Background: an optimization exercise with open tools, aiming at small area, a short achievable clock period and few clock cycles per item. Do not read the settings as production practice.
The RTL was checked by simulation tests, not by an equivalence proof against the original design.
Power is estimated from default activity; no workload was simulated.

## flow/flow/run.sh

```bash
#!/bin/bash
# Layout flow: the standard layout (standard.sh: ORFS from synthesis to
# the final layout, at the design's clock period and constraints, with the
# settings of config.mk) with these changes to how the layout is made:
#  - ADDER_MAP_FILE is empty, so synthesis leaves adders to ABC as plain
#    gates instead of extracting full/half adder cells, which ABC cannot
#    see through (the registers are unchanged);
#  - ORFS's setup repair over-fixes by SETUP_SLACK_MARGIN ns (on the worst
#    path only, TNS_END_PERCENT 0 in config.mk), so the layout ends with more
#    setup slack at the same clock period;
#  - the port buffers that ORFS adds on every input and output are buf_4.
# make's full output goes to standard.log; ORFS's own logs stay in orfs/logs.
set -euo pipefail
export ADDER_MAP_FILE=
export SETUP_SLACK_MARGIN=18
export BUFFER_PORTS_ARGS="-buffer_cell sky130_fd_sc_hd__buf_4"
bash standard.sh > standard.log 2>&1
```

## flow/standard.sh

```bash
#!/bin/bash
# synth_recipe.tcl (not shown) runs the flow's synth.tcl, then flattens the netlist and writes it again
# the make line also repeats each setting of config.mk as NAME=value (left out here)
make -C /OpenROAD-flow-scripts/flow DESIGN_CONFIG=/design/flow/config.mk WORK_HOME=/design/flow/orfs CLKGATE_MAP_FILE= SYNTH_SCRIPT=/design/flow/synth_recipe.tcl "${@:-finish}"
```

## flow/config.mk

```make
export PLATFORM = sky130hd
export DESIGN_NAME = cmp_decoder
export DESIGN_NICKNAME = cmp_decoder
export VERILOG_FILES = /design/flow/design.v
export SDC_FILE = /design/flow/constraint.sdc
export NUM_CORES = 4
export LEC_CHECK = 0
export ABC_AREA = 1
export CAP_MARGIN = 20
export CORE_MARGIN = 2
export CORE_UTILIZATION = 40
export SLEW_MARGIN = 20
export TNS_END_PERCENT = 0
```

## flow/constraint.sdc

```tcl
create_clock -name core_clock -period 24.0 [get_ports {clk}]
set_input_delay 4.8000 -clock core_clock [delete_from_list [all_inputs] [get_ports {clk}]]
set_output_delay 4.8000 -clock core_clock [all_outputs]
set_load 0.01 [all_outputs]
```

## flow/design.v

```verilog
module cmp_decoder (
    input  wire        clk,
    input  wire        rst,         
    input  wire [1:0]  cfg_fmt,     
    input  wire [1:0]  cfg_type,    
    input  wire        cfg_pred,
    input  wire [2:0]  cfg_e,
    input  wire [15:0] cfg_npix,
    input  wire [15:0] cfg_len,
    input  wire        in_valid,
    output reg         in_ready,
    input  wire [31:0] in_data,
    output reg         out_valid,
    input  wire        out_ready,
    output wire [15:0] out_pix,
    output wire        out_last,
    output wire [31:0] res_crc,
    output wire        res_err
);
    localparam [31:0] CRC_POLY = 32'h82F6_3B78;    
    function [31:0] crc_g16;
        input [15:0] x;
        integer i;
        reg [31:0] cc;
        begin
            cc = 32'd0;
            for (i = 0; i < 16; i = i + 1)
                cc = (cc[0] ^ x[i]) ? ((cc >> 1) ^ CRC_POLY) : (cc >> 1);
            crc_g16 = cc;
        end
    endfunction
    function [22:0] add22;
        input [21:0] x, y;
        integer i, d;
        reg [21:0] g, p, t;
        begin
            g = x & y;
            p = x ^ y;
            t = p;
            for (d = 1; d < 22; d = d * 2)
                for (i = 21; i >= d; i = i - 1) begin
                    g[i] = g[i] | (t[i] & g[i-d]);
                    t[i] = t[i] & t[i-d];
                end
            add22 = {g[21], p ^ {g[20:0], 1'b0}};
        end
    endfunction
    function [6:0] add7;
        input [6:0] x, y;
        integer i, d;
        reg [6:0] g, p, t;
        begin
            g = x & y;
            p = x ^ y;
            t = p;
            for (d = 1; d < 7; d = d * 2)
                for (i = 6; i >= d; i = i - 1) begin
                    g[i] = g[i] | (t[i] & g[i-d]);
                    t[i] = t[i] & t[i-d];
                end
            add7 = p ^ {g[5:0], 1'b0};
        end
    endfunction
    function [31:0] crc_k;
        input integer w;
        begin
            crc_k = ~(32'hFFFF_FFFF >> w) ^ crc_g16(((16'd1 << w) - 16'd1) << (16 - w));
        end
    endfunction
    reg  [1:0]  fmt_r;
    reg  [1:0]  type_r;
    reg         pred_r;
    reg  [2:0]  e_r;
    reg  [1:0]  lpad;         
    wire raw = (type_r == 2'd1);
    wire bnd = (type_r == 2'd3);
    wire b10 = (fmt_r == 2'd0);
    wire b12 = (fmt_r == 2'd1);
    wire [4:0]  b    = b10 ? 5'd10 : b12 ? 5'd12 : 5'd16;
    wire [15:0] maxv = b10 ? 16'h03FF : b12 ? 16'h0FFF : 16'hFFFF;
    reg         busy;         
    reg  [13:0] wl;           
    reg  [13:0] pl;           
    reg  [1:0]  idx;          
    reg  [31:0] w0, w1, w2;   
    reg  [1:0]  nw;           
    reg  [4:0]  o;            
    reg  [39:0] win;          
    reg         win_ok;       
    reg  [21:0] a0, a1, a2, a3;    
    reg  [5:0]  n0, n1, n2, n3;    
    reg  [1:0]  cc;           
    reg         perr;         
    reg         pv;
    reg  [15:0] pm;
    reg  [1:0]  pidx;
    reg         plast;
    reg         perr_o;
    reg         qv;
    reg  [15:0] qm;
    reg  [1:0]  qidx;
    reg         qlast;
    reg         qerr;
    reg  [15:0] h1, h2;
    reg         rv;           
    reg         rlast, rerr, rfirst;
    reg         done;         
    reg  [31:0] crc;          
    reg  [2:0]  cb;           
    assign out_pix  = h1;
    assign out_last = rlast;
    assign res_err  = rerr;
    assign res_crc  = crc;
    wire deliver = out_valid && out_ready;
    wire adv     = !rv || deliver;
    reg  [4:0] q;             
    integer qi;
    always @(*) begin
        q = 5'd24;
        for (qi = 23; qi >= 0; qi = qi - 1)
            if (!win[qi]) q = qi[4:0];
    end
    wire [21:0] a_c = (cc == 2'd0) ? a0 : (cc == 2'd1) ? a1 : (cc == 2'd2) ? a2 : a3;
    wire [5:0]  n_c = (cc == 2'd0) ? n0 : (cc == 2'd1) ? n1 : (cc == 2'd2) ? n2 : n3;
    reg  [16:0] lt;           
    reg  [21:0] zlo;          
    reg  [22:0] zhi;          
    integer kj;
    always @(*) begin
        zlo[0] = 1'b1;
        for (kj = 1; kj < 22; kj = kj + 1) zlo[kj] = zlo[kj-1] & !a_c[kj-1];
        zhi[22] = 1'b1;
        for (kj = 21; kj >= 0; kj = kj - 1) zhi[kj] = zhi[kj+1] & !a_c[kj];
        for (kj = 0; kj < 17; kj = kj + 1)
            lt[kj] = !(zhi[kj+6] && ((a_c[kj +: 6] < n_c) ||
                                     ((a_c[kj +: 6] == n_c) && zlo[kj])));
    end
    wire [4:0] k = {lt[15],
                    lt[7] & !lt[15],
                    (lt[3] & !lt[7]) | (lt[11] & !lt[15]),
                    (lt[1] & !lt[3]) | (lt[5] & !lt[7]) | (lt[9] & !lt[11]) | (lt[13] & !lt[15]),
                    (lt[0] & !lt[1]) | (lt[2] & !lt[3]) | (lt[4] & !lt[5]) | (lt[6] & !lt[7]) |
                    (lt[8] & !lt[9]) | (lt[10] & !lt[11]) | (lt[12] & !lt[13]) | (lt[14] & !lt[15]) |
                    (lt[16] & !lt[15])};
    wire        esc   = (q == 5'd24);
    wire [38:0] af0 = win[39:1];
    wire [30:0] af4 = q[4] ? {8'd0, af0[38:16]} : af0[30:0];
    wire [22:0] af3 = q[3] ? af4[30:8]  : af4[22:0];
    wire [18:0] af2 = q[2] ? af3[22:4]  : af3[18:0];
    wire [16:0] af1 = q[1] ? af2[18:2]  : af2[16:0];
    wire [15:0] after = q[0] ? af1[16:1] : af1[15:0];
    wire [15:0] kmask = ~(16'hFFFF << k);
    wire [15:0] mc    = ({11'd0, q} << k) | (after & kmask);
    wire [15:0] mraw  = win[15:0] & maxv;
    wire [15:0] mesc  = win[39:24] & maxv;
    wire [15:0] m     = raw ? mraw : esc ? mesc : mc;
    wire [5:0]  dlen  = raw ? {1'b0, b} : esc ? (6'd24 + {1'b0, b})
                                              : ({1'b0, q} + 6'd1 + {1'b0, k});
    wire [6:0]  base  = {2'd0, o} + (raw ? {2'd0, b} : esc ? (7'd24 + {2'd0, b}) : ({2'd0, q} + 7'd1));
    wire [6:0]  pos   = add7(base, (raw || esc) ? 7'd0 : {2'd0, k});
    wire [6:0]  avail  = {nw, 5'd0} - {2'd0, o};
    wire        dec    = busy && (pl != 14'd0) && !qv && win_ok;
    wire        pop    = adv && pv;
    wire signed [7:0] availp = $signed({1'b0, avail}) - $signed({3'd0, lpad, 3'd0});
    wire        over   = (wl == 14'd0) && ($signed({2'd0, dlen}) > availp);
    wire [1:0]  wc   = dec ? pos[6:5] : 2'd0;
    wire [6:0]  shamt  = dec ? pos : {2'd0, o};
    wire [95:0] rt6 = shamt[6] ? {64'd0, w2} : {w2, w1, w0};
    wire [95:0] rt5 = shamt[5] ? {32'd0, rt6[95:32]} : rt6;
    wire [70:0] rt4 = shamt[4] ? rt5[86:16] : rt5[70:0];
    wire [54:0] rt3 = shamt[3] ? rt4[62:8]  : rt4[54:0];
    wire [46:0] rt2 = shamt[2] ? rt3[50:4]  : rt3[46:0];
    wire [42:0] rt1 = shamt[1] ? rt2[44:2]  : rt2[42:0];
    wire [39:0] win_nx = shamt[0] ? rt1[40:1] : rt1[39:0];
    wire        fits   = (wl == 14'd0) ||
                         ((nw == 2'd3) && (shamt <= 7'd56)) || ((nw == 2'd2) && (shamt <= 7'd24));
    wire [22:0] a_sum = add22(a_c, {6'd0, m});
    wire        halve = (n_c == 6'd63);
    wire [21:0] a_upd = halve ? a_sum[22:1] : a_sum[21:0];
    wire [5:0]  n_upd = halve ? 6'd32 : n_c + 6'd1;
    wire [1:0]  cls = (m == 16'd0) ? 2'd0 : (m <= 16'd2) ? 2'd1 : (m <= 16'd14) ? 2'd2 : 2'd3;
    wire acc   = in_valid && in_ready;
    wire first = acc && !busy;
    wire store = acc && busy && (pl != 14'd0);
    wire [31:0] v0 = (store && nw == 2'd0) ? in_data : w0;
    wire [31:0] v1 = (store && nw == 2'd1) ? in_data : w1;
    wire [31:0] v2 = (store && nw == 2'd2) ? in_data : w2;
    wire [1:0]  nw_ins = nw + {1'b0, store};
    wire [1:0]  nw_nxt = (wc >= nw_ins) ? 2'd0 : nw_ins - wc;
    wire        len_le4   = (cfg_len[15:3] == 13'd0) && !(cfg_len[2] && (cfg_len[1:0] != 2'd0));
    wire        wl_nxt_nz = acc ? (wl != 14'd1) : (wl != 14'd0);
    wire        pl_nxt_nz = dec ? (pl != 14'd1) : (pl != 14'd0);
    wire        busy_nxt  = first || (busy && (wl_nxt_nz || pl_nxt_nz));
    wire        rfst   = (pidx == 2'd0);
    wire [15:0] half   = b10 ? 16'h0200 : b12 ? 16'h0800 : 16'h8000;
    wire [15:0] p      = rfst ? half : (pred_r && pidx[1]) ? h2 : h1;
    wire [20:0] ev     = {{6{pm[0]}}, pm[15:1] ^ {15{pm[0]}}};    
    wire [2:0]  ee     = bnd ? e_r : 3'd0;                       
    wire [20:0] hb     = {5'd0, p} + ev + (ee[0] ? {ev[19:0], 1'b0} : 21'd0)
                         + (ee[1] ? {ev[18:0], 2'b0} : 21'd0) + (ee[2] ? {ev[17:0], 3'b0} : 21'd0);
    wire        ovf    = !hb[20] && |(hb[19:0] & ~{4'd0, maxv});
    wire [15:0] hbc    = !bnd ? (hb[15:0] & maxv) : hb[20] ? 16'd0 : ovf ? maxv : hb[15:0];
    wire [15:0] hnew   = raw ? pm : hbc;
    wire [31:0] crc_in = rfirst ? 32'd0 : crc;
    wire [2:0]  cb_in  = rfirst ? 3'd0 : cb;
    wire [2:0]  cb_nx  = cb_in + b[2:0];
    wire [2:0]  pad    = 3'd0 - cb_nx;
    wire [4:0]  wv     = b + (rlast ? {2'd0, pad} : 5'd0);
    wire [1:0]  u      = 2'd0 - wv[2:1];                      
    wire [15:0] y      = crc_in[15:0] ^ h1;
    reg  [15:0] ysh;
    reg  [31:0] crc_hi, kw;
    always @(*) begin
        case (u)
            2'd0: begin ysh = y;                      crc_hi = {16'd0, crc_in[31:16]}; kw = crc_k(16); end
            2'd1: begin ysh = {y[13:0], 2'd0};        crc_hi = {14'd0, crc_in[31:14]}; kw = crc_k(14); end
            2'd2: begin ysh = {y[11:0], 4'd0};        crc_hi = {12'd0, crc_in[31:12]}; kw = crc_k(12); end
            default: begin ysh = {y[9:0], 6'd0};      crc_hi = {10'd0, crc_in[31:10]}; kw = crc_k(10); end
        endcase
    end
    wire [31:0] crc_nx = crc_hi ^ crc_g16(ysh) ^ kw;
    wire        fin    = rv && rlast && !done;
    wire        crc_en = (deliver && !rlast) || fin;
    wire rv_nxt    = adv ? pv : rv;
    wire rlast_nxt = pop ? plast : rlast;
    wire done_nxt  = pop ? 1'b0 : (done || fin);
    wire out_valid_nxt = rv_nxt && (!rlast_nxt || done_nxt);
    wire pv_nxt    = pv ? (!pop || qv || dec) : dec;
    wire ready_free = !pv_nxt && (!rv_nxt || (rlast_nxt && done_nxt));
    always @(posedge clk) begin
        if (rst) begin
            busy      <= 1'b0;
            in_ready  <= 1'b0;
            pv        <= 1'b0;
            qv        <= 1'b0;
            rv        <= 1'b0;
            out_valid <= 1'b0;
            done      <= 1'b0;
        end else begin
            busy <= busy_nxt;
            win  <= win_nx;
            if (!busy) begin
                if (in_ready) begin
                    fmt_r  <= cfg_fmt;
                    type_r <= cfg_type;
                    pred_r <= cfg_pred;
                    e_r    <= cfg_e;
                    lpad   <= 2'd0 - cfg_len[1:0];
                    wl     <= cfg_len[15:2] + {13'd0, cfg_len[1:0] != 2'd0} - 14'd1;
                    pl     <= cfg_npix[13:0];
                end
                w0     <= in_data;
                w1     <= 32'd0;
                w2     <= 32'd0;
                nw     <= {1'b0, first};
                o      <= 5'd0;
                win_ok <= 1'b0;
                idx    <= 2'd0;
                cc     <= 2'd0;
                perr   <= 1'b0;
                a0 <= 22'd4;  a1 <= 22'd4;  a2 <= 22'd4;  a3 <= 22'd4;
                n0 <= 6'd1;   n1 <= 6'd1;   n2 <= 6'd1;   n3 <= 6'd1;
            end else begin
                if (acc) wl <= wl - 14'd1;
                if (dec) pl <= pl - 14'd1;
                w0 <= (wc == 2'd0) ? v0 : (wc == 2'd1) ? v1 : v2;
                w1 <= (wc == 2'd0) ? v1 : (wc == 2'd1) ? v2 : 32'd0;
                w2 <= (wc == 2'd0) ? v2 : 32'd0;
                nw <= nw_nxt;
                win_ok <= fits;
                if (dec) begin
                    o    <= pos[4:0];
                    idx  <= idx + {1'b0, !idx[1]};
                    perr <= perr || over;
                    if (!raw) begin
                        cc      <= cls;
                        if (cc == 2'd0) begin a0 <= a_upd; n0 <= n_upd; end
                        if (cc == 2'd1) begin a1 <= a_upd; n1 <= n_upd; end
                        if (cc == 2'd2) begin a2 <= a_upd; n2 <= n_upd; end
                        if (cc == 2'd3) begin a3 <= a_upd; n3 <= n_upd; end
                    end
                end
            end
            pv <= pv_nxt;
            qv <= !pop && (qv || (dec && pv));
            if (pop && qv) begin
                pm     <= qm;
                pidx   <= qidx;
                plast  <= qlast;
                perr_o <= qerr;
            end else if (dec && (pop || !pv)) begin
                pm     <= m;
                pidx   <= idx;
                plast  <= (pl == 14'd1);
                perr_o <= perr || over;
            end
            if (dec && pv && !pop) begin
                qm     <= m;
                qidx   <= idx;
                qlast  <= (pl == 14'd1);
                qerr   <= perr || over;
            end
            in_ready <= !busy ? (first ? !len_le4 : ready_free)
                              : (busy_nxt && wl_nxt_nz && (!pl_nxt_nz || (nw_nxt != 2'd3)));
            if (adv) begin
                rv <= pv;
                if (pv) begin
                    h1     <= hnew;
                    h2     <= h1;
                    rlast  <= plast;
                    rerr   <= perr_o;
                    rfirst <= (pidx == 2'd0);
                    done   <= 1'b0;
                end
            end
            if (crc_en) begin
                crc <= crc_nx;
                cb  <= cb_nx;
            end
            if (fin) done <= 1'b1;
            out_valid <= out_valid_nxt;
        end
    end
endmodule
```

==> flow_metrics.tcl, run 1 <==
set metrics [dict create \
    worst_pin_slew_ps 1090 \
    synth_fp_nets 5081 \
    root_buffer "clkbuf_16" \
    outcome "timing/DRC/antenna clean" \
    min_to "rerr" \
    crit_chain "buf_6 -> buf_6" \
    ant_nets 0 \
    synthAdderAreaFrac_pct 0 \
    crit_type "reg2out" \
    clock_path_buffers 3 \
    num_antenna_cells 0 \
    synthArstFlopShare_pct 0 \
    n_fill_cell 8503 \
    routabilityCongestion 0.951 \
    grt_pass1_wl_um 190000 \
    slew_viol_final 0 \
    p_per_area_nw_per_um2 102 \
    synthSimpleGateAreaFrac_pct 35.0 \
    worst_hold_slack_ps 442 \
    fin_setup_tns_ps 0 \
    io_buffer_count 125 \
    insertion_delay_ps 660 \
    hold_depth 0 \
    finalCritPeriodShare_pct 25.5 \
    fmax_ghz 0.164 \
    overflow 0 \
    fp.dieW_um 298 \
    yosys.area.top_type "edfxtp_1" \
    viasPerCell 5.60 \
    drt_first_pass_iters 8 \
    htreeDepth 2 \
    synth_top_family_by_area "simple AND/OR/NAND/NOR gates" \
    grt_util_all_layers_pct 26.8 \
    grt_max_degree 65 \
    antenna_found_initial 0 \
    nets 5360 \
    wl_um 128000 \
    hold_class "reg2reg" \
    synth.most_common_cell "nand2_1" \
    rsz0062_at_grt "true" \
    crit_arrival_ps 1320 \
    syn_area_um2 34600 \
    ir_worst_vdd_uv 112 \
    yosys_warnings 1 \
    finalSetupViolations 0 \
    worstRegToRegCells 43 \
    vias 36238 \
    drt_iter0_markers 4198 \
    rows 107 \
    end_kind "output port" \
    synthMuxAreaShare_pct 0 \
    syn_area_per_cell_um2 6.91 \
    die_area_um2 88800 \
    clock_skew_ps 58.0 \
    cts_made_buffers 50 \
    r2r_slack_ps 18020 \
    ys_seq_elements 416 \
    p_leak_uw 0.0190 \
    cp_common_cell "buf_6" \
    synth_area_leaders "edfxtp_1 (36%), nand2_1 (16%), nand3_1 (9.7%), inv_1 (5.4%), nor2_1 (5.3%)" \
    crit_path_top_delay_cell "edfxtp_1" \
    hold_viol 0 \
    synth_flop_cell "edfxtp_1" \
    max_slew_margin_pct 26.8 \
    clk_transition_reported_paths_ps 60 \
    yosys.cell_types.count 72 \
    synth-compound-area-share_pct 12.9 \
    cp_slowest_stage_delay_ps 370 \
    hp-start "perr_o" \
    cts_hold_buf 0 \
    synth_top_area_share_pct 35.5 \
    cts_tree "built" \
    synth_xor_area_share_pct 7.66 \
    synthCells 5005 \
    wl_per_cell_um 19.8 \
    maxCapViolations 0 \
    yosysSeqAreaShare_pct 35.9 \
    reg2reg_to "win[22]" \
    reg2reg_from "cc[1]" \
    synth_edf_count 409 \
    cp_max_fo 2 \
    synth_common_cells "nand2_1 (1502), nand3_1 (671), inv_1 (498)" \
    cp.required_ps 19200 \
    remaining_drc_errors 0 \
    io-pin-count 128 \
    start_util_pct 40.5 \
    min_period_ps 6120 \
    cts_sinks 416 \
    dp_hpwl_um 84700 \
    area_delta_synth_final_pct 24.5 \
    grt_pass1_vias 32627 \
    crit_path_start_kind "flop" \
    drive_above_1_share_pct 20.1 \
    die-height_um 298 \
    core_area_um2 85400 \
]
## stage by stage
step	total power (µW)	instances	utilization [%]	setup WS, ps	area [µm²]
5_1_grt	4620	6468	50.4	17740	43000
6_report	4380	6468	50.4	17880	43000
3_5_place_dp	3150	6116	42.8	14990	36600
2_1_floorplan	2600	5005	-	16400	34700
3_3_place_gp	3130	6116	42.8	14980	36600
4_1_cts	4060	6320	47.0	17850	40200
## final cells by class
cell class	instances	area, µm²	area share [%]
repair inverters	3	23.8	0.0552
clock inverters	36	418	0.971
repair buffers	423	4020	9.33
clock buffers	56	1270	2.96
multi-input cells	3859	21300	49.5
well taps	1144	1430	3.33
flip-flops and latches	416	12400	28.9
inverters	531	2140	4.97
## worst max-delay path: cells and delay by family, from the launching register on
kind,cells,cell delay (ps)
buffers and inverters,2,290
flip-flops,1,370
## routing by layer
metal	global-route usage (%)	vias up	share of wire (%)
li1	-	17372	-
met1	37.4	16985	43
met2	42.7	1583	45
met3	3.46	298	8.1
met4	9.46	0	4.1
met5	0	-	0
## flip-flops by register name (all words and copies together) (netlist names), 16 cells and up
register and count:
a0 22, a1 22, a2 22, a3 22, crc 32, h1 16
h2 16, pm 16, qm 16, w0 32, w1 32, w2 32
win 40
## kinds of logic after synthesis
kind of cell           Yosys count
AO/OA/AOI/OAI                  731
AND/OR/NAND/NOR               2854
XOR/XNOR                       265
flip-flops                     416
buffers and inverters          739
## cell usage in the layout (no fill, tap or decap), types with 27 or more instances in the layout
cell | netlist | routed
o221ai_1 | 44 | 41
buf_12 | 0 | 29
edfxtp_1 | 409 | 409
inv_1 | 498 | 461
nor2_1 | 484 | 426
nand4_1 | 60 | 60
nand3_2 | 0 | 98
nand3_1 | 671 | 566
nor3_1 | 36 | 30
nand2_4 | 8 | 36
buf_4 | 21 | 354
a31oi_1 | 38 | 37
inv_2 | 17 | 31
or2_2 | 44 | 43
o21ai_0 | 294 | 266
o211ai_1 | 44 | 44
a21oi_1 | 139 | 120
clkbuf_16 | 0 | 56
nor2_4 | 3 | 39
nand2_1 | 1502 | 1357
xnor2_1 | 66 | 61
o22ai_1 | 49 | 48
xor2_1 | 172 | 165
nand2_2 | 7 | 122
nor2_2 | 2 | 27
## worst max path at each step
stage	end	startpoint	depth (start not counted)	slack [ps]
after floorplan	a0[0]	rst	6	16400
after global placement	win[38]	cc[0]	35	14980
after detailed placement	win[38]	cc[0]	35	14990
after CTS	a1[20]	cc[1]	40	17850
after global routing	a1[20]	cc[1]	39	17740
final	out_last	rlast	2	17880
## repair_timing
action / 4_1_cts / 5_1_grt
setup endpoints to repair: 614 / 489
pin swaps: 33 / 121
resized for setup: 185 / 431
setup buffers: 93 / 132
cloned: 19 / 13
## report_power, final
part	leakage, µW	switching [µW]	internal, µW
sequential	0.00401	49.1	1000
combinational	0.0142	1610	934
clock	0.000806	333	451
total	0.0190	1990	2380
Testbench counts, summed over its fixed seeds: cycles 140,575, pixels 137,713.
==> inputs of run 2 (changes only) <==
--- a/flow/design.v
+++ b/flow/design.v
@@ -82,2 +82,3 @@
     reg  [13:0] wl;           
+    reg         wf;           
     reg  [13:0] pl;           
@@ -97,3 +98,2 @@
     reg         plast;
-    reg         perr_o;
     reg         qv;
@@ -102,3 +102,2 @@
     reg         qlast;
-    reg         qerr;
     reg  [15:0] h1, h2;
@@ -109,2 +108,3 @@
     reg  [2:0]  cb;           
+    reg  [1:0]  u_r;          
     assign out_pix  = h1;
@@ -124,3 +124,3 @@
     wire [5:0]  n_c = (cc == 2'd0) ? n0 : (cc == 2'd1) ? n1 : (cc == 2'd2) ? n2 : n3;
-    reg  [16:0] lt;           
+    reg  [15:0] lt;           
     reg  [21:0] zlo;          
@@ -133,3 +133,3 @@
         for (kj = 21; kj >= 0; kj = kj - 1) zhi[kj] = zhi[kj+1] & !a_c[kj];
-        for (kj = 0; kj < 17; kj = kj + 1)
+        for (kj = 0; kj < 16; kj = kj + 1)
             lt[kj] = !(zhi[kj+6] && ((a_c[kj +: 6] < n_c) ||
@@ -142,4 +142,3 @@
                     (lt[0] & !lt[1]) | (lt[2] & !lt[3]) | (lt[4] & !lt[5]) | (lt[6] & !lt[7]) |
-                    (lt[8] & !lt[9]) | (lt[10] & !lt[11]) | (lt[12] & !lt[13]) | (lt[14] & !lt[15]) |
-                    (lt[16] & !lt[15])};
+                    (lt[8] & !lt[9]) | (lt[10] & !lt[11]) | (lt[12] & !lt[13]) | (lt[14] & !lt[15])};
     wire        esc   = (q == 5'd24);
@@ -151,3 +150,3 @@
     wire [15:0] after = q[0] ? af1[16:1] : af1[15:0];
-    wire [15:0] kmask = ~(16'hFFFF << k);
+    wire [15:0] kmask = lt;       
     wire [15:0] mc    = ({11'd0, q} << k) | (after & kmask);
@@ -164,3 +163,4 @@
     wire signed [7:0] availp = $signed({1'b0, avail}) - $signed({3'd0, lpad, 3'd0});
-    wire        over   = (wl == 14'd0) && ($signed({2'd0, dlen}) > availp);
+    wire        allin  = (wl == 14'd1) ? !wf : ((wl == 14'd0) && wf);    
+    wire        over   = allin && ($signed({2'd0, dlen}) > availp);
     wire [1:0]  wc   = dec ? pos[6:5] : 2'd0;
@@ -174,3 +174,3 @@
     wire [39:0] win_nx = shamt[0] ? rt1[40:1] : rt1[39:0];
-    wire        fits   = (wl == 14'd0) ||
+    wire        fits   = allin ||
                          ((nw == 2'd3) && (shamt <= 7'd56)) || ((nw == 2'd2) && (shamt <= 7'd24));
@@ -190,3 +190,6 @@
     wire        len_le4   = (cfg_len[15:3] == 13'd0) && !(cfg_len[2] && (cfg_len[1:0] != 2'd0));
-    wire        wl_nxt_nz = acc ? (wl != 14'd1) : (wl != 14'd0);
+    wire        wl_ge2    = (wl[13:1] != 13'd0);
+    wire        wl_ge3    = (wl[13:2] != 12'd0) || (wl[1:0] == 2'd3);
+    wire        wl_nxt_nz = acc ? (wl_ge3 || ((wl == 14'd2) && wf))
+                                : (wl_ge2 || ((wl == 14'd1) && wf));
     wire        pl_nxt_nz = dec ? (pl != 14'd1) : (pl != 14'd0);
@@ -203,8 +206,6 @@
     wire [15:0] hnew   = raw ? pm : hbc;
+    wire [2:0]  cbl    = (pidx == 2'd0) ? 3'd0 : cb + b[2:0];
+    wire [2:0]  pad    = 3'd0 - (cbl + b[2:0]);
+    wire [4:0]  wv     = b + (plast ? {2'd0, pad} : 5'd0);
     wire [31:0] crc_in = rfirst ? 32'd0 : crc;
-    wire [2:0]  cb_in  = rfirst ? 3'd0 : cb;
-    wire [2:0]  cb_nx  = cb_in + b[2:0];
-    wire [2:0]  pad    = 3'd0 - cb_nx;
-    wire [4:0]  wv     = b + (rlast ? {2'd0, pad} : 5'd0);
-    wire [1:0]  u      = 2'd0 - wv[2:1];                      
     wire [15:0] y      = crc_in[15:0] ^ h1;
@@ -213,3 +214,3 @@
     always @(*) begin
-        case (u)
+        case (u_r)
             2'd0: begin ysh = y;                      crc_hi = {16'd0, crc_in[31:16]}; kw = crc_k(16); end
@@ -228,3 +229,3 @@
     wire pv_nxt    = pv ? (!pop || qv || dec) : dec;
-    wire ready_free = !pv_nxt && (!rv_nxt || (rlast_nxt && done_nxt));
+    wire ready_free = !pv_nxt;
     always @(posedge clk) begin
@@ -248,3 +249,4 @@
                     lpad   <= 2'd0 - cfg_len[1:0];
-                    wl     <= cfg_len[15:2] + {13'd0, cfg_len[1:0] != 2'd0} - 14'd1;
+                    wl     <= cfg_len[15:2];
+                    wf     <= (cfg_len[1:0] != 2'd0);
                     pl     <= cfg_npix[13:0];
@@ -259,3 +261,3 @@
                 cc     <= 2'd0;
-                perr   <= 1'b0;
+                if (first) perr <= 1'b0;
                 a0 <= 22'd4;  a1 <= 22'd4;  a2 <= 22'd4;  a3 <= 22'd4;
@@ -263,3 +265,6 @@
             end else begin
-                if (acc) wl <= wl - 14'd1;
+                if (acc) begin
+                    if (wf) wf <= 1'b0;
+                    else    wl <= wl - 14'd1;
+                end
                 if (dec) pl <= pl - 14'd1;
@@ -289,3 +294,2 @@
                 plast  <= qlast;
-                perr_o <= qerr;
             end else if (dec && (pop || !pv)) begin
@@ -294,3 +298,2 @@
                 plast  <= (pl == 14'd1);
-                perr_o <= perr || over;
             end
@@ -300,3 +303,2 @@
                 qlast  <= (pl == 14'd1);
-                qerr   <= perr || over;
             end
@@ -310,11 +312,10 @@
                     rlast  <= plast;
-                    rerr   <= perr_o;
+                    rerr   <= perr;      
                     rfirst <= (pidx == 2'd0);
                     done   <= 1'b0;
+                    cb     <= cbl;
+                    u_r    <= 2'd0 - wv[2:1];
                 end
             end
-            if (crc_en) begin
-                crc <= crc_nx;
-                cb  <= cb_nx;
-            end
+            if (crc_en) crc <= crc_nx;
             if (fin) done <= 1'b1;
==> flow_metrics.tcl, run 2 <==
set metrics [dict create \
    syn_area_per_cell_um2 6.89 \
    yosys_warnings 1 \
    maxCapViolations 0 \
    crit_arrival_ps 6580 \
    htreeDepth 2 \
    nets 5290 \
    viasPerCell 5.59 \
    rows 108 \
    vias 35792 \
    grt_util_all_layers_pct 26.7 \
    hp-start "perr" \
    io-pin-count 128 \
    design_area_um2 41000 \
    reg2reg_from "cc[1]" \
    ys_seq_elements 417 \
    synth_area_leaders "edfxtp_1 (35%), nand2_1 (17%), nand3_1 (10%), nor2_1 (5.3%), inv_1 (4.8%)" \
    largest_register_ffs 40 \
    cts_tree "built" \
    clockPowerShare_pct 17.0 \
    cp_max_fo 13 \
    power.share.switching_pct 48.7 \
    multiInputGateArea_um2 20400 \
    fp.dieW_um 299 \
    power.total_uw 4580 \
    drive_above_1_share_pct 13.1 \
    synth.most_common_cell "nand2_1" \
    ant_nets 0 \
    wl_um 128000 \
    clock_path_buffers 3 \
    hold_viol 0 \
    routabilityCongestion 0.951 \
    io_buffer_count 125 \
    synth_edf_count 410 \
    drt_first_pass_iters 6 \
    die-height_um 299 \
    cts_sinks 417 \
    fin_setup_tns_ps 0 \
    cts_made_buffers 51 \
    root_buffer "clkbuf_16" \
    finalCritPeriodShare_pct 25.9 \
    place_area_um2 36800 \
    start_util_pct 40.2 \
    end_kind "flop" \
    yosysSeqAreaShare_pct 35.7 \
    ir_worst_vdd_uv 90.2 \
    core_area_um2 86600 \
    fmax_ghz 0.161 \
    regMostFlops "win" \
    synthArstFlopShare_pct 0 \
    overflow 0 \
    grt_pass1_wl_um 188000 \
    synth_fp_nets 5135 \
    crit_start "in_valid" \
    grt_max_degree 79 \
    p_leak_uw 0.0183 \
    remaining_drc_errors 0 \
    synthCells 5059 \
    grt_pass1_vias 32217 \
    crit_type "in2reg" \
    switchingPower_uw 2230 \
    syn_area_um2 34900 \
    internal-power_uw 2350 \
    outcome "timing/DRC/antenna clean" \
    final_cell_mix "nand2_1 (1567), nand3_1 (691), nor2_1 (467), inv_1 (427), edfxtp_1 (410)" \
    cp.required_ps 24360 \
    synth_flop_cell "edfxtp_1" \
    area_delta_synth_final_pct 17.5 \
    synth_top_area_share_pct 35.3 \
    hold_class "reg2reg" \
    insertion_delay_ps 630 \
    clk_transition_reported_paths_ps 60 \
    min_period_ps 6220 \
    wl_per_cell_um 20.0 \
    final_common_cell "nand2_1" \
    p_per_area_nw_per_um2 112 \
    clock_skew_ps 48.4 \
    finalSetupViolations 0 \
    slew_viol_final 0 \
    n_fill_cell 8639 \
    yosys.cell_types.count 77 \
    worst_pin_slew_ps 942 \
    max_slew_margin_pct 37.0 \
    synth_common_cells "nand2_1 (1593), nand3_1 (702), nor2_1 (495)" \
    seqPwrFrac_pct 24.6 \
    p_comb_share_pct 58.4 \
    yosys.area.top_type "edfxtp_1" \
    antenna_found_initial 3 \
    dp_hpwl_um 86700 \
    drt_iter0_markers 4085 \
    rsz0062_at_grt "true" \
    crit_path_start_kind "input pin" \
    die_area_um2 89500 \
    regArea_um2 12500 \
]
run 2: changes by cell type in the layout (fill, tap and decap cells not counted), sizes merged, moves of 22 or more:
cell   change
buf      -120
o21ai     -24
nand2    +108
a21oi     -36
nand3     +38
inv       -35
mux2i     +22
run 2: cell type report:
| class | instances | area share [%] |
|---|---|---|
| Multi-Input combinational cell | 3943 | 49.7 |
| Sequential cell | 417 | 30.4 |
| Timing Repair Buffer | 305 | 7.46 |
| Inverter | 493 | 4.82 |
| Tap cell | 1155 | 3.53 |
| Clock buffer | 62 | 3.35 |
| Clock inverter | 29 | 0.684 |
| Timing Repair inverter | 3 | 0.0489 |
| Antenna cell | 1 | 0.00611 |
run 2: timing repair:
item	4_1_cts	5_1_grt
gates resized for setup	120	160
hold buffers	0	0
gates cloned	14	18
setup endpoints to repair	481	543
setup buffers	36	59
pin swaps	18	18
endpoints found under the hold margin	0	0
run 2: worst paths after layout:
| kind | slack (ps) | endpoint | cells past startpoint |
|---|---|---|---|
| max | 17780 | w1[6] | 14 |
| max reg2reg | 18000 | win[32] | 40 |
| min | 460 | rerr | 0 |
| min reg2reg | 460 | rerr | 0 |
run 2: per-layer routing:
metal	vias up	track usage [%]	share of wire (%)
li1	17302	-	-
met1	16703	37.1	43
met2	1568	43.3	46
met3	215	3.67	8.6
met4	4	7.44	2.7
met5	-	0	0.016
run 2: power by group through the flow:
stage	Clock (µW)	Combinational [µW]	Sequential, µW
floorplan	0	1770	1090
global placement	0	2370	1140
detailed placement	0	2390	1140
CTS	793	2500	1120
global route	818	2940	1130
finish	779	2680	1130
run 2: metrics by stage:
stage | instances | hold WS (ps) | utilization (%) | setup WS, ps
global placement | 6188 | 433 | 42.4 | 15460
detailed placement | 6189 | 444 | 42.5 | 15490
floorplan | 5059 | 426 | - | 16580
CTS | 6330 | 454 | 45.6 | 17760
global route | 6408 | 468 | 47.3 | 17700
finish | 6408 | 457 | 47.3 | 17780
run 2: critical path: stages:
cell and delay (ps):
buf_4 100, nand2_1 70, buf_8 160, clkinvlp_4 250, nand2_4 140, nor2_2 40, inv_2 90, nor2_4 50
buf_4 170, bufbuf_16 290, nand2_1 60, o21ai_0 100, nand3_1 110, o21ai_0 90
run 2: cells by family (layout without fill, tap and decap cells):
logic type	Yosys count	in the layout	synth area share, %
XOR/XNOR	246	246	6.48
multiplexers	22	22	0.632
AO/OA/AOI/OAI	647	647	11.7
adder cells (fa/ha/maj)	4	4	0.115
flip-flops	417	417	35.7
buffers and inverters	708	892	8.47
AND/OR/NAND/NOR	3015	3024	36.9
other	0	1	0
Testbench counts of run 2, summed over its fixed seeds: cycles 140,103, pixels 137,713.
==> inputs of run 3 (changes only) <==
--- a/flow/flow/run.sh
+++ b/flow/flow/run.sh
@@ -10,3 +10,3 @@
 #    setup slack at the same clock period;
-#  - the port buffers that ORFS adds on every input and output are buf_4.
+#  - the port buffers that ORFS adds on every input and output are buf_2.
 # make's full output goes to standard.log; ORFS's own logs stay in orfs/logs.
@@ -15,3 +15,3 @@
 export SETUP_SLACK_MARGIN=18
-export BUFFER_PORTS_ARGS="-buffer_cell sky130_fd_sc_hd__buf_4"
+export BUFFER_PORTS_ARGS="-buffer_cell sky130_fd_sc_hd__buf_2"
 bash standard.sh > standard.log 2>&1
==> flow_metrics.tcl, run 3 <==
set metrics [dict create \
    p_per_area_nw_per_um2 112 \
    grt_util_all_layers_pct 27.0 \
    fp.dieW_um 299 \
    worst_hold_slack_ps 462 \
    slew_viol_final 0 \
    design_area_um2 40100 \
    vias 35562 \
    r2r_slack_ps 17960 \
    dp_hpwl_um 87000 \
    wl_met2_um 56900 \
    maxCapViolations 0 \
    synth_common_cells "nand2_1 (1593), nand3_1 (702), nor2_1 (495)" \
    cp_slowest_stage_delay_ps 310 \
    fin_setup_tns_ps 0 \
    routabilityCongestion 0.982 \
    cp.buffers_inverters 5 \
    die-height_um 299 \
    ir_worst_vdd_uv 59.9 \
    hold_viol 0 \
    p_comb_share_pct 57.8 \
    crit_chain "buf_2 -> nand2_1 -> buf_6 -> clkinvlp_4 -> nand2_4 -> inv_1 -> nand2_4 -> buf_12 -> mux2i_2 -> or2_1 -> a21oi_1" \
    n_fill_cell 8791 \
    met3_length_um 10700 \
    drive_above_1_share_pct 12.3 \
    ant_nets 0 \
    grt_max_degree 92 \
    wl_per_cell_um 19.8 \
    seqPwrFrac_pct 25.2 \
    antenna_found_initial 4 \
    synthCells 5059 \
    cts_tree "built" \
    clk_transition_reported_paths_ps 60 \
    htreeDepth 2 \
    fmax_ghz 0.160 \
    cp_common_cell "nand2_4" \
    synth_area_leaders "edfxtp_1 (35%), nand2_1 (17%), nand3_1 (10%), nor2_1 (5.3%), inv_1 (4.8%)" \
    clock_skew_ps 40.2 \
    root_buffer "clkbuf_16" \
    ys_seq_elements 417 \
    yosys_warnings 1 \
    rsz0062_at_grt "true" \
    cp.required_ps 24330 \
    crit_arrival_ps 6590 \
    clockPowerShare_pct 17.0 \
    wl_um 126000 \
    crit_start "in_valid" \
    end_kind "flop" \
    max_slew_margin_pct 35.8 \
    min_period_ps 6250 \
    syn_area_um2 34900 \
    yosys.cell_types.count 77 \
    largest_register_ffs 40 \
    nets 5265 \
    io-pin-count 128 \
    top_layer "met5" \
    worst_pin_slew_ps 961 \
    drt_first_pass_iters 6 \
    crit_family "buffers and inverters" \
    start_util_pct 40.2 \
    synth_edf_count 410 \
    finalSetupViolations 0 \
    insertion_delay_ps 620 \
    clock_path_buffers 3 \
    met1Wirelength_um 54700 \
    grt_pass1_wl_um 191000 \
    hp-start "perr" \
    switchingPower_uw 2180 \
    overflow 0 \
    die_area_um2 89500 \
    synth_top_area_share_pct 35.3 \
    core_area_um2 86600 \
    final_cell_mix "nand2_1 (1570), nand3_1 (697), nor2_1 (472), inv_1 (428), edfxtp_1 (410)" \
    yosysSeqAreaShare_pct 35.7 \
    cts_sinks 417 \
    multiInputGateArea_um2 20200 \
    regArea_um2 12500 \
    crit_type "in2reg" \
    cp_max_fo 18 \
    synth_fp_nets 5135 \
    p_leak_uw 0.0179 \
    io_buffer_count 125 \
    synthArstFlopShare_pct 0 \
    outcome "timing/DRC/antenna clean" \
    reg2reg_from "cc[1]" \
    remaining_drc_errors 0 \
    synth_flop_cell "edfxtp_1" \
    synth.most_common_cell "nand2_1" \
    rows 108 \
    crit_path_start_kind "input pin" \
    cts_made_buffers 49 \
    cts_hold_buf 0 \
    syn_area_per_cell_um2 6.89 \
    viasPerCell 5.57 \
    finalCritPeriodShare_pct 26.1 \
    final_common_cell "nand2_1" \
    place_area_um2 36400 \
    regMostFlops "win" \
    yosys.area.top_type "edfxtp_1" \
    grt_pass1_vias 32739 \
    area_delta_synth_final_pct 14.9 \
    internal-power_uw 2300 \
    crit_path_top_delay_cell "mux2i_2" \
    hold_class "reg2reg" \
    drt_iter0_markers 3713 \
    power.total_uw 4490 \
    power.share.switching_pct 48.7 \
]
-- run 3: logic make-up (layout without fill, tap and decap cells) --
kind of cell | Yosys count | count (layout) | share of synthesized area (%)
simple gates | 3015 | 3022 | 36.9
other cells | 0 | 1 | 0
fa+ha+maj | 4 | 4 | 0.115
xor+xnor | 246 | 246 | 6.48
compound gates | 647 | 650 | 11.7
flops | 417 | 417 | 35.7
mux | 22 | 22 | 0.632
buf+inv | 708 | 865 | 8.47
-- run 3: worst paths after layout --
path	end	cells past startpoint
min	rerr	0
min reg2reg	rerr	0
max	w1[13]	11
max reg2reg	w0[1]	32
-- run 3: routing by layer --
layer  global-route usage (%)  vias up
li1                         -    17227
met1                     37.5    16638
met2                     43.4     1460
met3                     3.71      235
met4                     8.74        2
met5                        0        -
-- run 3: power by group through the flow --
stage          logic, µW  registers, µW  clock network [µW]
3_5_place_dp        2380           1140                   0
6_report            2590           1130                 762
4_1_cts             2480           1130                 775
2_1_floorplan       1770           1090                   0
3_3_place_gp        2370           1140                   0
5_1_grt             2860           1140                 801
-- run 3: cell type report --
cell class | instances | area share, %
tap | 1155 | 3.61
clock inverter | 32 | 0.818
timing repair inverter | 3 | 0.0437
multi-input combinational | 3944 | 50.4
clock buffer | 56 | 3.18
sequential | 417 | 31.1
inverter | 493 | 4.91
timing repair buffer | 281 | 5.94
antenna | 1 | 0.00625
-- run 3: metrics by stage --
| stage | util, % | setup WS [ps] | std cells |
|---|---|---|---|
| finish | 46.3 | 17750 | 6382 |
| global route | 46.3 | 17650 | 6382 |
| CTS | 45.2 | 17760 | 6329 |
| detailed placement | 42.1 | 15920 | 6186 |
| global placement | 42.0 | 15920 | 6185 |
| floorplan | - | 16580 | 5059 |
-- run 3: what timing repair did --
action | 4_1_cts | 5_1_grt
endpoints found under the setup margin | 520 | 528
gates cloned | 16 | 13
resized for setup | 120 | 130
setup buffers | 39 | 39
pin swaps | 13 | 16
==> inputs of run 4 (changes only) <==
--- a/flow/config.mk
+++ b/flow/config.mk
@@ -11,2 +11,3 @@
 export CORE_UTILIZATION = 40
+export PLACE_DENSITY = 0.8
 export SLEW_MARGIN = 20
==> flow_metrics.tcl, run 4 <==
set metrics [dict create \
    outcome "timing/DRC/antenna clean" \
    grt_busiest_layer "met2" \
    worstRegToRegCells 42 \
    synth_edf_count 410 \
    yosysSeqAreaShare_pct 35.7 \
    area_delta_synth_final_pct 18.9 \
    die_area_um2 89500 \
    synth_area_leaders "edfxtp_1 (35%), nand2_1 (17%), nand3_1 (10%), nor2_1 (5.3%), inv_1 (4.8%)" \
    drt_iter0_markers 5270 \
    grt.met3_usage_pct 4.17 \
    synth.most_common_cell "nand2_1" \
    wl_per_cell_um 19.7 \
    grt_pass1_wl_um 183000 \
    cp_slowest_stage_delay_ps 530 \
    end_kind "output port" \
    root_buffer "clkbuf_16" \
    p_per_area_nw_per_um2 113 \
    yosys_warnings 1 \
    n_fill_cell 8224 \
    drt_first_pass_iters 9 \
    crit_family "flip-flops" \
    start_util_pct 40.2 \
    reg2reg_to "win[9]" \
    remaining_drc_errors 0 \
    grt_max_degree 71 \
    cts_hold_buf 0 \
    wl_um 127000 \
    htreeDepth 2 \
    synth_flop_cell "edfxtp_1" \
    stdcell_count 6465 \
    max_slew_margin_pct 29.4 \
    crit_chain "buf_2" \
    r2r_slack_ps 17990 \
    ys_seq_elements 417 \
    finalCritPeriodShare_pct 25.6 \
    regMostFlops "win" \
    routabilityCongestion 1.02 \
    synth_common_cells "nand2_1 (1593), nand3_1 (702), nor2_1 (495)" \
    clock_path_buffers 3 \
    crit_type "reg2out" \
    largest_register_ffs 40 \
    io_buffer_count 125 \
    synthCells 5059 \
    yosys.cell_types.count 77 \
    path_depth 1 \
    fp.dieW_um 299 \
    clk_transition_reported_paths_ps 70 \
    ir_worst_vdd_uv 91.3 \
    cts_made_buffers 48 \
    dp_hpwl_um 82600 \
    hold_depth 2 \
    insertion_delay_ps 650 \
    p_leak_uw 0.0185 \
    hold_class "reg2reg" \
    fin_setup_tns_ps 0 \
    crit_path_start_kind "flop" \
    grt_util_all_layers_pct 25.6 \
    final_common_cell "nand2_1" \
    hp-start "pv" \
    final_cell_mix "nand2_1 (1561), nand3_1 (662), nor2_1 (463), inv_1 (426), edfxtp_1 (410)" \
    cp.required_ps 19200 \
    dp.cells 6181 \
    crit_path_top_delay_cell "edfxtp_1" \
    fmax_ghz 0.162 \
    synth_fp_nets 5135 \
    cp_max_fo 4 \
    slew_viol_final 0 \
    crit_arrival_ps 1350 \
    nets 5347 \
    worst_pin_slew_ps 1060 \
    min_period_ps 6150 \
    crit_end "out_pix[14]" \
    ant_nets 0 \
    cts_tree "built" \
    maxCapViolations 0 \
    clock_skew_ps 52.9 \
    reg2reg_from "cc[1]" \
    io-pin-count 128 \
    overflow 0 \
    drive_above_1_share_pct 14.7 \
    die-height_um 299 \
    crit_start "h1[14]" \
    cts_sinks 417 \
    rows 108 \
    cp.buffers_inverters 1 \
    syn_area_um2 34900 \
    viasPerCell 5.80 \
    core_area_um2 86600 \
    rsz0062_at_grt "true" \
    finalSetupViolations 0 \
    gr-usage-met2_pct 41.9 \
    synthArstFlopShare_pct 0 \
    antenna_found_initial 5 \
    vias 37495 \
    grt_use_met1_pct 33.5 \
    grt_pass1_vias 32942 \
    synth_top_area_share_pct 35.3 \
    syn_area_per_cell_um2 6.89 \
    yosys.area.top_type "edfxtp_1" \
    hold_viol 0 \
]
run 4: timing repair:
item / 4_1_cts / 5_1_grt
cloned: 17 / 26
setup buffers: 41 / 110
endpoints found under the setup margin: 542 / 447
pin swaps: 20 / 49
resized for setup: 96 / 222
run 4: worst min path at each step:
stage | to | slack, ps
3_3_place_gp | qidx[0] | 460
6_report | qv | 470
5_1_grt | qv | 510
2_1_floorplan | rerr | 430
4_1_cts | qv | 470
3_5_place_dp | qidx[1] | 470
run 4: logic make-up (layout without fill, tap and decap cells):
logic type,count (synthesis),after routing,synth area share (%)
XOR/XNOR,246,246,6.48
adder cells (fa/ha/maj),4,4,0.115
other,0,1,0
AND/OR/NAND/NOR,3015,3028,36.9
buffers and inverters,708,942,8.47
multiplexers,22,22,0.632
AO/OA/AOI/OAI,647,650,11.7
flip-flops,417,417,35.7
run 4: report_power, final:
part | leakage, µW | internal [µW] | switching [µW]
sequential | 0.00399 | 1030 | 93.6
combinational | 0.0137 | 908 | 1860
clock | 0.000808 | 471 | 335
run 4: through the flow:
step	total power (µW)	worst slack (ps)	utilization, %	area, µm²	hold WS [ps]
2_1_floorplan	2860	16580	-	34900	426
3_3_place_gp	3440	15150	42.0	36400	456
3_5_place_dp	3480	15130	42.0	36400	475
4_1_cts	4390	17860	45.1	39100	468
5_1_grt	4960	17720	47.9	41500	508
6_report	4700	17850	47.9	41500	474
run 4: cell type report:
class	instances	area, µm²	share of cell area, %
clock inverters	33	473	1.14
multi-input cells	3950	20600	49.6
inverters	493	1980	4.77
flip-flops and latches	417	12500	30.0
well taps	1155	1450	3.49
clock buffers	55	1230	2.96
repair inverters	2	12.5	0.0302
repair buffers	359	3290	7.92
diodes	1	2.50	0.00604
run 4: routing by layer:
metal,vias up,share of wire [%]
met3,523,11
met5,-,0.028
met1,17069,38
met2,2473,45
met4,6,5.6
li1,17424,-
==> inputs of run 5 (changes only) <==
--- a/flow/design.v
+++ b/flow/design.v
@@ -183,6 +183,7 @@
     wire first = acc && !busy;
-    wire store = acc && busy && (pl != 14'd0);
-    wire [31:0] v0 = (store && nw == 2'd0) ? in_data : w0;
-    wire [31:0] v1 = (store && nw == 2'd1) ? in_data : w1;
-    wire [31:0] v2 = (store && nw == 2'd2) ? in_data : w2;
+    wire wr    = in_ready && busy && (pl != 14'd0);    
+    wire store = wr && in_valid;
+    wire [31:0] v0 = (wr && nw == 2'd0) ? in_data : w0;
+    wire [31:0] v1 = (wr && nw == 2'd1) ? in_data : w1;
+    wire [31:0] v2 = (wr && nw == 2'd2) ? in_data : w2;
     wire [1:0]  nw_ins = nw + {1'b0, store};
--- a/flow/config.mk
+++ b/flow/config.mk
@@ -11,3 +11,2 @@
 export CORE_UTILIZATION = 40
-export PLACE_DENSITY = 0.8
 export SLEW_MARGIN = 20
==> flow_metrics.tcl, run 5 <==
set metrics [dict create \
    synth.most_common_cell "nand2_1" \
    clock_path_buffers 3 \
    place_area_um2 36500 \
    syn_area_per_cell_um2 6.88 \
    regArea_um2 12500 \
    rsz0062_at_grt "true" \
    pre_cts_slack_ps 15640 \
    finalCritPeriodShare_pct 25.7 \
    power.total_uw 4180 \
    p_per_area_nw_per_um2 103 \
    cts_made_buffers 49 \
    power.share.switching_pct 47.8 \
    ir_worst_vdd_uv 72.1 \
    setup_ws_ps 17820 \
    yosys_warnings 1 \
    io-pin-count 128 \
    area_delta_synth_final_pct 15.9 \
    p_comb_share_pct 56.4 \
    worst_pin_slew_ps 971 \
    crit_type "in2reg" \
    start_util_pct 40.4 \
    viasPerCell 5.53 \
    synth_flop_cell "edfxtp_1" \
    synth_top_area_share_pct 35.2 \
    slew_viol_final 0 \
    end_kind "flop" \
    largest_register_ffs 40 \
    wl_um 122000 \
    n_fill_cell 8824 \
    rows 108 \
    synth_fp_nets 5154 \
    fin_setup_tns_ps 0 \
    cts_hold_buf 0 \
    syn_area_um2 35000 \
    wl_per_cell_um 19.0 \
    crit_start "rst" \
    maxCapViolations 0 \
    core_area_um2 86600 \
    synth_edf_count 410 \
    clockPowerShare_pct 17.8 \
    reg2reg_from "rfirst" \
    crit_path_start_kind "input pin" \
    root_buffer "clkbuf_16" \
    internal-power_uw 2180 \
    grt_pass1_vias 32474 \
    multiInputGateArea_um2 20500 \
    hp-start "plast" \
    grt_util_all_layers_pct 26.3 \
    max_slew_margin_pct 35.0 \
    outcome "timing/DRC/antenna clean" \
    final_cell_mix "nand2_1 (1563), nand3_1 (630), inv_1 (472), nor2_1 (434), edfxtp_1 (410)" \
    cts_tree "built" \
    cts_sinks 417 \
    synth_common_cells "nand2_1 (1593), nand3_1 (671), inv_1 (480)" \
    io_buffer_count 125 \
    ys_seq_elements 417 \
    hold_class "reg2reg" \
    die_area_um2 89800 \
    clk_transition_reported_paths_ps 60 \
    finalSetupViolations 0 \
    p_leak_uw 0.0181 \
    grt_pass1_wl_um 186000 \
    antenna_found_initial 1 \
    r2r_slack_ps 18000 \
    synthArstFlopShare_pct 0 \
    die-height_um 300 \
    routabilityCongestion 0.946 \
    regMostFlops "win" \
    insertion_delay_ps 650 \
    worstRegToRegCells 16 \
    dp_hpwl_um 84000 \
    switchingPower_uw 2000 \
    crit_end "a1[13]" \
    ant_nets 0 \
    grt_max_degree 82 \
    yosys.area.top_type "edfxtp_1" \
    crit_arrival_ps 6510 \
    hold_viol 0 \
    htreeDepth 2 \
    overflow 0 \
    drt_iter0_markers 3483 \
    clock_skew_ps 62.6 \
    fp.dieW_um 300 \
    drt_first_pass_iters 6 \
    synthCells 5078 \
    vias 35609 \
    seqPwrFrac_pct 25.8 \
    design_area_um2 40500 \
    cp_max_fo 13 \
    nets 5316 \
    cp.required_ps 24340 \
    final_common_cell "nand2_1" \
    drive_above_1_share_pct 14.0 \
    fmax_ghz 0.162 \
    min_period_ps 6180 \
    yosysSeqAreaShare_pct 35.6 \
    reg2reg_to "crc[11]" \
    synth_area_leaders "edfxtp_1 (35%), nand2_1 (17%), nand3_1 (9.6%), inv_1 (5.2%), nor2_1 (5.0%)" \
    yosys.cell_types.count 78 \
    remaining_drc_errors 0 \
]
-- run 5: changes by cell type in the layout (fill, tap and decap cells not counted), moves of 13 or more --
cell     previous run  this run
inv_1             426       472
o21ai_0           221       257
buf_4             159       138
nand3_1           662       630
mux2i_1            22         7
o21ai_1            45        32
xnor2_1            64        82
nand4_1            49        65
buf_12             35        13
nor2_1            463       434
-- run 5: kinds of logic after synthesis --
logic type	synth area share, %
multiplexers	0.200
adder cells (fa/ha/maj)	0.143
buffers and inverters	8.69
flip-flops	35.6
XOR/XNOR	6.61
AND/OR/NAND/NOR	36.5
AO/OA/AOI/OAI	12.3
-- run 5: power groups by stage --
stage,Combinational (µW),Sequential (µW),Clock (µW)
after floorplan,1590,1060,0
after global placement,2100,1090,0
after detailed placement,2110,1090,0
after CTS,2210,1080,755
after global routing,2590,1090,782
final,2360,1080,746
-- run 5: layout make-up --
type / count / area share, %
timing repair inverter: 1 / 0.0124
sequential: 417 / 30.7
inverter: 541 / 5.22
multi-input combinational: 3927 / 50.5
tap: 1155 / 3.57
clock inverter: 37 / 0.828
timing repair buffer: 303 / 6.02
antenna: 1 / 0.00618
clock buffer: 54 / 3.07
-- run 5: worst min-delay path by stage --
stage,endpoint,slack [ps],cells past startpoint
CTS,rerr,450,0
global route,rerr,460,0
detailed placement,rerr,440,0
floorplan,rerr,430,0
finish,rlast,460,0
global placement,rerr,430,0
-- run 5: critical path, cell delays in order --
cell	delay, ps
buf_2	240
clkinvlp_4	140
o21ai_0	150
a21oi_2	450
inv_2	300
a21oi_4	230
buf_4	200
-- run 5: repair_timing --
item                                    in CTS  in global routing
endpoints found under the setup margin     540                510
pin swaps                                   23                 39
gates resized for setup                     73                175
setup buffers                               67                 55
cloned                                      16                  7
-- run 5: per-stage QoR --
step,std cells,hold WS [ps],util [%]
2_1_floorplan,5078,426,-
3_3_place_gp,6199,429,42.2
4_1_cts,6373,452,45.4
5_1_grt,6435,461,46.8
6_report,6436,457,46.8
3_5_place_dp,6199,442,42.2
-- run 5: per-layer routing --
layer,global-route usage [%],up-vias,wire length (µm)
met5,0,-,7
li1,-,17336,-
met1,36.4,16427,52800
met3,4.17,266,10700
met2,41.6,1578,54300
met4,8.95,2,4400
Testbench counts of run 5, summed over its fixed seeds: cycles 140,103, pixels 137,713.
==> inputs of run 6 (changes only) <==
--- a/flow/design.v
+++ b/flow/design.v
@@ -232,11 +232,3 @@
     always @(posedge clk) begin
-        if (rst) begin
-            busy      <= 1'b0;
-            in_ready  <= 1'b0;
-            pv        <= 1'b0;
-            qv        <= 1'b0;
-            rv        <= 1'b0;
-            out_valid <= 1'b0;
-            done      <= 1'b0;
-        end else begin
+        begin
             busy <= busy_nxt;
@@ -324,2 +316,11 @@
         end
+        if (rst) begin
+            busy      <= 1'b0;
+            in_ready  <= 1'b0;
+            pv        <= 1'b0;
+            qv        <= 1'b0;
+            rv        <= 1'b0;
+            out_valid <= 1'b0;
+            done      <= 1'b0;
+        end
     end
==> flow_metrics.tcl, run 6 <==
set metrics [dict create \
    maxCapViolations 0 \
    ys_seq_elements 417 \
    synthArstFlopShare_pct 0 \
    fin_setup_tns_ps 0 \
    reg2reg_to "win[23]" \
    grt_util_all_layers_pct 27.1 \
    grt_max_degree 77 \
    die-height_um 298 \
    worst_pin_slew_ps 997 \
    start_util_pct 40.4 \
    synth_area_leaders "nand2_1 (16%), edfxtp_1 (16%), dfxtp_1 (14%), nand3_1 (12%), inv_1 (6.2%)" \
    dp_hpwl_um 88300 \
    drive_above_1_share_pct 12.0 \
    yosys_warnings 1 \
    rsz0062_at_grt "true" \
    cts_made_buffers 50 \
    syn_area_um2 34500 \
    reg2reg_from "cc[1]" \
    final_common_cell "nand2_1" \
    fmax_ghz 0.163 \
    final_cell_mix "nand2_1 (1455), nand3_1 (822), inv_1 (562), nor2_1 (512), o21ai_0 (235)" \
    clock_skew_ps 47.9 \
    crit_path_start_kind "flop" \
    design_area_um2 39500 \
    yosysSeqAreaShare_pct 29.5 \
    antenna_found_initial 0 \
    io_buffer_count 125 \
    stdcell_count 6707 \
    power.total_uw 1950 \
    syn_area_per_cell_um2 6.33 \
    cp_slowest_stage_delay_ps 380 \
    overflow 0 \
    min_to "rerr" \
    outcome "timing/DRC/antenna clean" \
    r2r_slack_ps 17870 \
    rows 107 \
    grt_pass1_wl_um 193000 \
    grt_pass1_vias 33843 \
    clock_path_buffers 3 \
    max_slew_margin_pct 33.5 \
    nets 5597 \
    ir_worst_vdd_uv 44.1 \
    synth_fp_nets 5527 \
    min_period_ps 6130 \
    cp_max_fo 22 \
    num_antenna_cells 0 \
    hp-start "perr" \
    synthCells 5451 \
    insertion_delay_ps 660 \
    routabilityCongestion 0.975 \
    wl_um 126000 \
    crit_arrival_ps 6630 \
    cts_sinks 417 \
    n_fill_cell 8941 \
    core_area_um2 85400 \
    fp.dieW_um 298 \
    root_buffer "clkbuf_16" \
    hold_class "reg2reg" \
    synth_flop_cell "dfxtp_1" \
    p_per_area_nw_per_um2 49.4 \
    drt_iter0_markers 3837 \
    ant_nets 0 \
    clk_transition_reported_paths_ps 60 \
    regMostFlops "win" \
    vias 37365 \
    hold_viol 0 \
    synth.most_common_cell "nand2_1" \
    postLayoutCoreUtil_pct 46.2 \
    htreeDepth 2 \
    cp.required_ps 24510 \
    crit_type "reg2reg" \
    viasPerCell 5.57 \
    drt_first_pass_iters 6 \
    yosys.cell_types.count 79 \
    p_leak_uw 0.0182 \
    largest_register_ffs 40 \
    crit_path_top_delay_cell "dfxtp_2" \
    hold_depth 0 \
    yosys.area.top_type "nand2_1" \
    cts_tree "built" \
    finalSetupViolations 0 \
    io-pin-count 128 \
    finalCritPeriodShare_pct 25.5 \
    synth_edf_count 182 \
    synth_top_area_share_pct 16.1 \
    place_area_um2 36100 \
    synth_common_cells "nand2_1 (1485), nand3_1 (841), inv_1 (571)" \
    worstRegToRegCells 39 \
    remaining_drc_errors 0 \
    area_delta_synth_final_pct 14.4 \
    dp.cells 6536 \
    wl_per_cell_um 18.8 \
    slew_viol_final 0 \
    end_kind "flop" \
    die_area_um2 88700 \
]
[run 6: changes by cell type after synthesis, sizes merged, moves of 17 or more]
cell and delta:
a31oi +17, nor2 +64, nand2 -100, o22ai +24, mux2i +24, nand3 +182
dfxtp +228, edfxtp -228, a21oi +75, clkbuf +37, inv +88
[run 6: per-stage QoR]
stage	hold slack [ps]	setup WS [ps]
after floorplan	426	17280
after global placement	437	15730
after detailed placement	452	15700
after CTS	456	17870
after global routing	478	17560
final	458	17870
[run 6: power breakdown]
part / leakage (µW) / internal, µW / switching, µW / total (µW)
registers: 0.00360 / 768 / 20.4 / 788
clock network: 0.000904 / 507 / 351 / 858
logic: 0.0137 / 90.5 / 214 / 305
[run 6: critical path: cells and delay by family (launching register included)]
family / cells / cell delay (ps)
buf+inv: 6 / 1000
compound gates: 3 / 530
simple gates: 30 / 4030
flops: 1 / 380
[run 6: cells by family after synthesis]
kind of cell	after synthesis	share of synthesized area [%]
AOI/OAI and AO/OA	783	13.8
xor gates and xnor gates	251	6.76
and+or+nand+nor	3093	38.9
buffers and inverters	876	10.2
muxes	31	0.899
DFF	417	29.5
[run 6: layout make-up]
cell class / instances / area (µm²) / share of cell area (%)
Clock buffer: 64 / 1440 / 3.64
Multi-Input combinational cell: 4164 / 21600 / 54.7
Clock inverter: 30 / 407 / 1.03
Timing Repair inverter: 2 / 16.3 / 0.0412
Tap cell: 1144 / 1430 / 3.63
Sequential cell: 417 / 10200 / 25.8
Inverter: 634 / 2480 / 6.29
Timing Repair Buffer: 252 / 1930 / 4.89
[run 6: worst max-delay path by stage]
| stage | start | end |
|---|---|---|
| after floorplan | out_ready | pidx[0] |
| after global placement | cc[0] | win[38] |
| after detailed placement | cc[0] | win[38] |
| after CTS | h1[14] | out_pix[14] |
| after global routing | cc[1] | a1[20] |
| final | cc[1] | win[23] |
[run 6: repair_timing]
action / CTS / global route
buffers inserted: 32 / 29
pin swaps: 8 / 14
gates cloned: 10 / 6
endpoints found under the setup margin: 343 / 350
resized for setup: 67 / 119
hold buffers: 0 / 0
[run 6: routing by layer]
layer  vias up  track usage (%)  share of wire [%]
met4         0             7.98                2.8
met3       217             3.57                8.7
li1      18217                -                  -
met2      1644             42.9                 44
met1     17287             38.3                 44
met5         -                0                  0
Testbench counts of run 6, summed over its fixed seeds: cycles 140,103, pixels 137,713.
==> inputs of run 7 (changes only) <==
--- a/flow/design.v
+++ b/flow/design.v
@@ -223,7 +223,6 @@
     wire [31:0] crc_nx = crc_hi ^ crc_g16(ysh) ^ kw;
-    wire        fin    = rv && rlast && !done;
-    wire        crc_en = (deliver && !rlast) || fin;
+    wire        crc_en = rv && !done;
     wire rv_nxt    = adv ? pv : rv;
     wire rlast_nxt = pop ? plast : rlast;
-    wire done_nxt  = pop ? 1'b0 : (done || fin);
+    wire done_nxt  = pop ? 1'b0 : (done || crc_en);
     wire out_valid_nxt = rv_nxt && (!rlast_nxt || done_nxt);
@@ -307,3 +306,2 @@
                     rfirst <= (pidx == 2'd0);
-                    done   <= 1'b0;
                     cb     <= cbl;
@@ -313,3 +311,3 @@
             if (crc_en) crc <= crc_nx;
-            if (fin) done <= 1'b1;
+            done <= done_nxt;
             out_valid <= out_valid_nxt;
==> flow_metrics.tcl, run 7 <==
set metrics [dict create \
    regMostFlops "win" \
    final_cell_mix "nand2_1 (1395), nand3_1 (791), inv_1 (538), nor2_1 (508), o21ai_0 (251)" \
    internal-power_uw 1320 \
    wl_um 127000 \
    viasPerCell 5.58 \
    nets 5612 \
    final_common_cell "nand2_1" \
    drt_iter0_markers 4272 \
    clockPowerShare_pct 41.6 \
    switchingPower_uw 576 \
    crit_chain "buf_2" \
    synthArstFlopShare_pct 0 \
    worst_pin_slew_ps 1090 \
    largest_register_ffs 40 \
    crit_arrival_ps 1270 \
    synth_fp_nets 5487 \
    p_comb_share_pct 16.8 \
    hold_viol 0 \
    start_util_pct 40.2 \
    pre_cts_slack_ps 15830 \
    maxCapViolations 0 \
    cp.buffers_inverters 1 \
    ys_seq_elements 417 \
    cp.required_ps 19200 \
    cts_sinks 417 \
    clock_path_buffers 3 \
    routabilityCongestion 0.970 \
    slew_viol_final 0 \
    synth_top_area_share_pct 16.0 \
    syn_area_per_cell_um2 6.31 \
    crit_path_top_delay_cell "edfxtp_1" \
    finalSetupViolations 0 \
    die_area_um2 87700 \
    fmax_ghz 0.165 \
    synth_flop_cell "dfxtp_1" \
    grt_pass1_vias 33608 \
    end_kind "output port" \
    cp_slowest_stage_delay_ps 480 \
    yosys_warnings 1 \
    dp_hpwl_um 86600 \
    synth_edf_count 182 \
    p_leak_uw 0.0183 \
    ant_nets 0 \
    root_buffer "clkbuf_16" \
    crit_type "reg2out" \
    vias 37535 \
    yosys.cell_types.count 73 \
    core_area_um2 84900 \
    cts_hold_buf 0 \
    seqPwrFrac_pct 41.5 \
    io-pin-count 128 \
    overflow 0 \
    crit_path_start_kind "flop" \
    postLayoutCoreUtil_pct 47.3 \
    outcome "timing/DRC/antenna clean" \
    cp_max_fo 5 \
    hold_class "reg2reg" \
    clock_skew_ps 74.0 \
    remaining_drc_errors 0 \
    grt_pass1_wl_um 191000 \
    crit_family "flip-flops" \
    yosys.area.top_type "edfxtp_1" \
    syn_area_um2 34100 \
    power.share.switching_pct 30.4 \
    grt_util_all_layers_pct 27.5 \
    fp.dieW_um 296 \
    reg2reg_from "cc[0]" \
    die-height_um 296 \
    yosysSeqAreaShare_pct 29.8 \
    rsz0062_at_grt "true" \
    insertion_delay_ps 670 \
]
## run 7: cell types whose count changed after synthesis, sizes merged, moves of 7 or more
cell / before / now
o21ai: 312 / 330
mux2i: 31 / 5
clkbuf: 137 / 125
nand2: 1524 / 1463
nand3: 862 / 853
o21bai: 4 / 14
xor2: 167 / 176
buf: 105 / 128
nor4: 19 / 10
or2: 30 / 40
inv: 620 / 593
a31oi: 57 / 50
o211ai: 33 / 43
nor2: 552 / 572
## run 7: timing repair
action                     in CTS  in global routing
buffers inserted               38                 81
pin swaps                      13                 44
cloned                         14                 10
resized for setup              97                250
setup endpoints to repair     329                335
## run 7: cells by family after synthesis
| logic type | count (synthesis) | synth area share, % |
|---|---|---|
| AO/OA/AOI/OAI | 821 | 14.5 |
| multiplexers | 5 | 0.147 |
| AND/OR/NAND/NOR | 3045 | 38.5 |
| XOR/XNOR | 262 | 7.04 |
| adder cells (fa/ha/maj) | 2 | 0.0586 |
| flip-flops | 417 | 29.8 |
| buffers and inverters | 859 | 10.0 |
## run 7: cell type report
type	instances	area, µm²
well taps	1144	1430
inverters	606	2340
multi-input cells	4142	21800
flip-flops and latches	417	10200
fillers	8805	44700
repair buffers	316	2660
repair inverters	3	15.0
clock inverters	26	322
clock buffers	67	1380
## run 7: final timing paths
path | to | slack [ps] | depth (start not counted)
max reg2reg | win[14] | 18080 | 40
min | rerr | 460 | 0
min reg2reg | rerr | 460 | 0
max | out_pix[9] | 17930 | 1
## run 7: power by group through the flow
stage | Combinational, µW | Clock (µW) | Sequential, µW
2_1_floorplan | 205 | 0 | 794
3_3_place_gp | 292 | 0 | 802
3_5_place_dp | 293 | 0 | 802
4_1_cts | 297 | 802 | 787
5_1_grt | 353 | 828 | 789
6_report | 319 | 788 | 787
## run 7: metrics by stage
step	instance area, µm²	instances	power [µW]	hold WS [ps]
floorplan	34200	5411	999	427
global placement	35600	6485	1090	440
detailed placement	35600	6485	1090	451
CTS	38300	6630	1890	466
global route	40200	6721	1970	478
finish	40200	6721	1890	464
## run 7: metal layers
metal | wire (µm) | vias up | global-route usage, %
li1 | - | 18232 | -
met1 | 55300 | 17358 | 38.1
met2 | 56000 | 1674 | 43.5
met3 | 10600 | 269 | 3.54
met4 | 4660 | 2 | 10.4
met5 | 57 | - | 0
Testbench counts of run 7, summed over its fixed seeds: cycles 140,103, pixels 137,713.

==> re-timing with driven ports <==
The flow's constraints put no driver on any port. The routed layouts listed below were extracted and timed again, unchanged, in two steps.
Step 1: set_driving_cell puts a clkbuf_16 on clk and a buf_2 on each other input, an assumption about the parent block.
Step 2 also shifts input and output timing later by t, the mid clock arrival at the registers, as if the neighbouring blocks saw the same clock.
a / b / c = ideal / step 1 / step 2; a / b = the first two.
run	shift t [ns]	slack for setup (ns)
run 1	0.704	17.884 / 17.816 / 17.256
run 2	0.678	17.783 / 17.770 / 17.145
run 3	0.675	17.746 / 17.777 / 17.122
run 4	0.695	17.846 / 17.776 / 17.224
run 5	0.693	17.824 / 17.771 / 17.149
run 6	0.699	17.874 / 17.818 / 17.447
run 7	0.705	17.934 / 17.860 / 17.472
After both steps setup and hold are still met in every run listed.
